Source: an optimization exercise on an open RTL-to-GDS flow (aim: small area, a short achievable clock period and few clock cycles per item). Production flows keep margins and buffers that such runs may drop.
In this exercise RTL edits were held to simulation tests only and were not proved equivalent to the original.

== exp/quartz ==
## wte_correct
module wte_correct (
    input  wire        clk,
    input  wire        rst,
    input  wire        cfg_we,
    input  wire [2:0]  cfg_addr,
    input  wire [31:0] cfg_wdata,
    input  wire        in_valid,
    output wire        in_ready,
    input  wire [1:0]  in_slot,
    input  wire [15:0] in_s,
    input  wire [15:0] in_dark,
    input  wire [15:0] in_gain,
    output wire        out_valid,
    input  wire        out_ready,
    output wire [15:0] out_y,
    output wire [15:0] out_v,
    output wire [15:0] neg_cnt,
    output wire [15:0] clip_cnt
);
For scale: ~3600 cells after synthesis, ~530 flip-flops, roughly 160 I/O pins.
export LEC_CHECK = 0
export CAP_MARGIN = 20
export CORE_MARGIN = 2
export CORE_UTILIZATION = 60
export CTS_CLUSTER_DIAMETER = 100
export CTS_CLUSTER_SIZE = 20
export PLACE_DENSITY = 0.7
export SLEW_MARGIN = 20
export SYNTH_HIERARCHICAL = 1
export SYNTH_MINIMUM_KEEP_SIZE = 0
create_clock -name core_clock -period 13.0 [get_ports {clk}]
standard.sh (not shown) runs the stock make flow with config.mk's settings and CLKGATE_MAP_FILE= SYNTH_SCRIPT=/design/flow/synth_recipe.tcl, a recipe that flattens the netlist after the stock synthesis.
==> flow/flow/run.sh <==
#!/bin/bash
# Layout flow: the standard layout (standard.sh, unchanged synthesis,
# floorplan, placement, CTS, routing) with ORFS's repair_timing asked to
# leave a larger setup margin than the 13 ns clock needs, so that it sizes
# the critical paths of this pipeline. The clock period and constraints
# are the design's.
set -euo pipefail
export SETUP_SLACK_MARGIN=9
bash standard.sh > standard.log 2>&1
Testbench counts of exp/quartz, summed over its fixed seeds: cycles 16,048, items 16,000.
Here is what was changed in the inputs of exp/maple compared with exp/quartz.
--- a/flow/design.v
+++ b/flow/design.v
@@ -119,26 +119,21 @@
     end
     reg [15:0] doff_sel;
     always @(*) begin
         case (r0_slot)
             2'd0: doff_sel = doff0;
             2'd1: doff_sel = doff1;
             2'd2: doff_sel = doff2;
             default: doff_sel = doff3;
         endcase
     end
-    wire [17:0] da   = ~{2'b00, r0_s};
-    wire [17:0] db   = {2'b00, r0_d};
-    wire [17:0] dc   = {{2{doff_sel[15]}}, doff_sel};
-    wire [17:0] dsum = da ^ db ^ dc;
-    wire [17:0] dcar = (da & db) | (da & dc) | (db & dc);
-    wire [17:0] diff = ~(dsum + {dcar[16:0], 1'b0});
+    wire [17:0] diff = {2'b00, r0_s} - {2'b00, r0_d} - {{2{doff_sel[15]}}, doff_sel};
     wire        neg  = diff[17];
     wire [31:0] ga, gb, gk;
     wire [1:0]  gc;
     wire gd_pp1;
     wire gd_pp2;
     wire gd_pp3;
     wire gd_pp4;
     wire gd_pp5;
     wire gd_pp6;
     wire gd_pp7;
@@ -2240,25 +2235,21 @@
     wire [20:0] yf   = yf2[34:14];
     reg [15:0] r4_y;
     reg        r4_clip, r4_neg;
     always @(posedge clk) begin
         if (advance) begin
             r4_y    <= yf[15:0];
             r4_clip <= |yf[20:16];
             r4_neg  <= r3_neg;
         end
     end
-    reg  [15:0] k_y;
-    reg         k_clip;
-    wire [15:0] src_y    = kv ? k_y    : r4_y;
-    wire        src_clip = kv ? k_clip : r4_clip;
-    wire [15:0] y = src_clip ? 16'hFFFF : src_y;
+    wire [15:0] y = r4_clip ? 16'hFFFF : r4_y;
     reg  [11:0] ra;
     reg         rb;
     always @(*) begin
         case (cfg_obk)
             2'd0:    begin ra = {y[15:8], 4'hF};  rb = y[7]; end
             2'd1:    begin ra = {y[15:6], 2'b11}; rb = y[5]; end
             default: begin ra = y[15:4];          rb = y[3]; end
         endcase
     end
     wire [12:0] rsum = {1'b0, ra} + {12'd0, rb};
@@ -2272,22 +2263,22 @@
                 default: vred = 12'hFFF;
             endcase
         end else begin
             case (cfg_obk)
                 2'd0:    vred = {4'd0, rsum[11:4]};
                 2'd1:    vred = {2'd0, rsum[11:2]};
                 default: vred = rsum[11:0];
             endcase
         end
     end
-    reg  [15:0] o_y;
-    reg  [15:0] o_v;
+    reg  [15:0] k_y, o_y;
+    reg  [15:0] k_v, o_v;
     wire load_o = (kv || inc) && (!ov || take);
     wire kv_n   = kv ? !take : (inc && ov && !take);
     always @(posedge clk) begin
         if (rst) begin
             v0 <= 1'b0; v1 <= 1'b0; v2 <= 1'b0; v3 <= 1'b0; v4 <= 1'b0;
             ov <= 1'b0; kv <= 1'b0; rdy <= 1'b1;
         end else begin
             if (advance) begin
                 v0 <= in_valid;
                 v1 <= v0;
@@ -2296,26 +2287,26 @@
                 v4 <= v3;
             end
             if (load_o)    ov <= 1'b1;
             else if (take) ov <= 1'b0;
             kv  <= kv_n;
             rdy <= !kv_n;
         end
     end
     always @(posedge clk) begin
         if (load_o) begin
-            o_y <= y;
-            o_v <= {cfg_ob16 ? y[15:12] : 4'd0, vred};
+            o_y <= kv ? k_y : y;
+            o_v <= kv ? k_v : {cfg_ob16 ? y[15:12] : 4'd0, vred};
         end
         if (inc && ov && !take) begin
-            k_y    <= r4_y;
-            k_clip <= r4_clip;
+            k_y <= y;
+            k_v <= {cfg_ob16 ? y[15:12] : 4'd0, vred};
         end
     end
     reg [15:0] neg_count, clip_count;
     always @(posedge clk) begin
         if (rst || (cfg_we && cfg_addr == 3'd5)) begin
             neg_count  <= 16'd0;
             clip_count <= 16'd0;
         end else if (inc) begin
             if (r4_neg && neg_count != 16'hFFFF)
                 neg_count <= neg_count + 16'd1;
Notes after the runs:
- Measured against exp/maple, the number of library cell types mapped by synthesis of exp/quartz comes out at 0.79 times the reference value.
- exp/maple and exp/quartz ended up with roughly the same compound-cell area share of the yosys netlist.
- neg_cnt[2] as the capturing instance or port of the critical path was reported by exp/maple, and r1_x[16] by exp/quartz.
- For exp/maple, the top routing layer in use was met4, unlike exp/quartz, where it was met5.
- Compared to exp/quartz, exp/maple has non-clock buffer instance count of the final layout 48 lower.
- Design area for exp/maple is higher than for exp/quartz.
- Final cell count of exp/maple exceeds that of exp/quartz by a few percent.
- exp/quartz: full flow OK, the timing, DRC and antenna checks passed
- exp/maple finished all stages; the layout is clean.
- Higher clock buffer instance count of the final layout among exp/quartz and exp/maple: exp/maple
- On post-CTS setup buffer count, the lower figure sits with exp/maple, not exp/quartz.
Testbench counts of exp/maple, summed over its fixed seeds: cycles 16,048, items 16,000.

-- afterwards: timing with drivers on the ports --
The flow's constraints put no driver on any port. The routed layouts listed below were extracted and timed again, unchanged, in two steps. Step 1 sets driving cells, clkbuf_16 on the clock port and buf_2 on the other inputs (assumed; they add their load-dependent delay and slew). Step 2 adds t to the input delays and takes it off the output delays; t is the mean of the earliest and latest rising clock arrival at the registers after step 1. Input paths then give back, and output paths get back, about the clock's delay inside the block. a / b / c = ideal ports / drivers / drivers and shift; a / b = the first two.
run	t (ns)	setup WS [ns]	slew at the worst register clock pin (ns)	worst slew at a driven data input, ns
exp/quartz	0.702	8.865 / 8.865 / 8.581	0.09 / 0.09	0.06
exp/maple	0.645	9.077 / 9.016 / 8.467	0.09 / 0.09	0.07
After both steps every run listed still meets setup and hold. The setup slack of exp/maple, which loses most, moves by -0.061 ns with the drivers and by -0.610 ns with both steps.
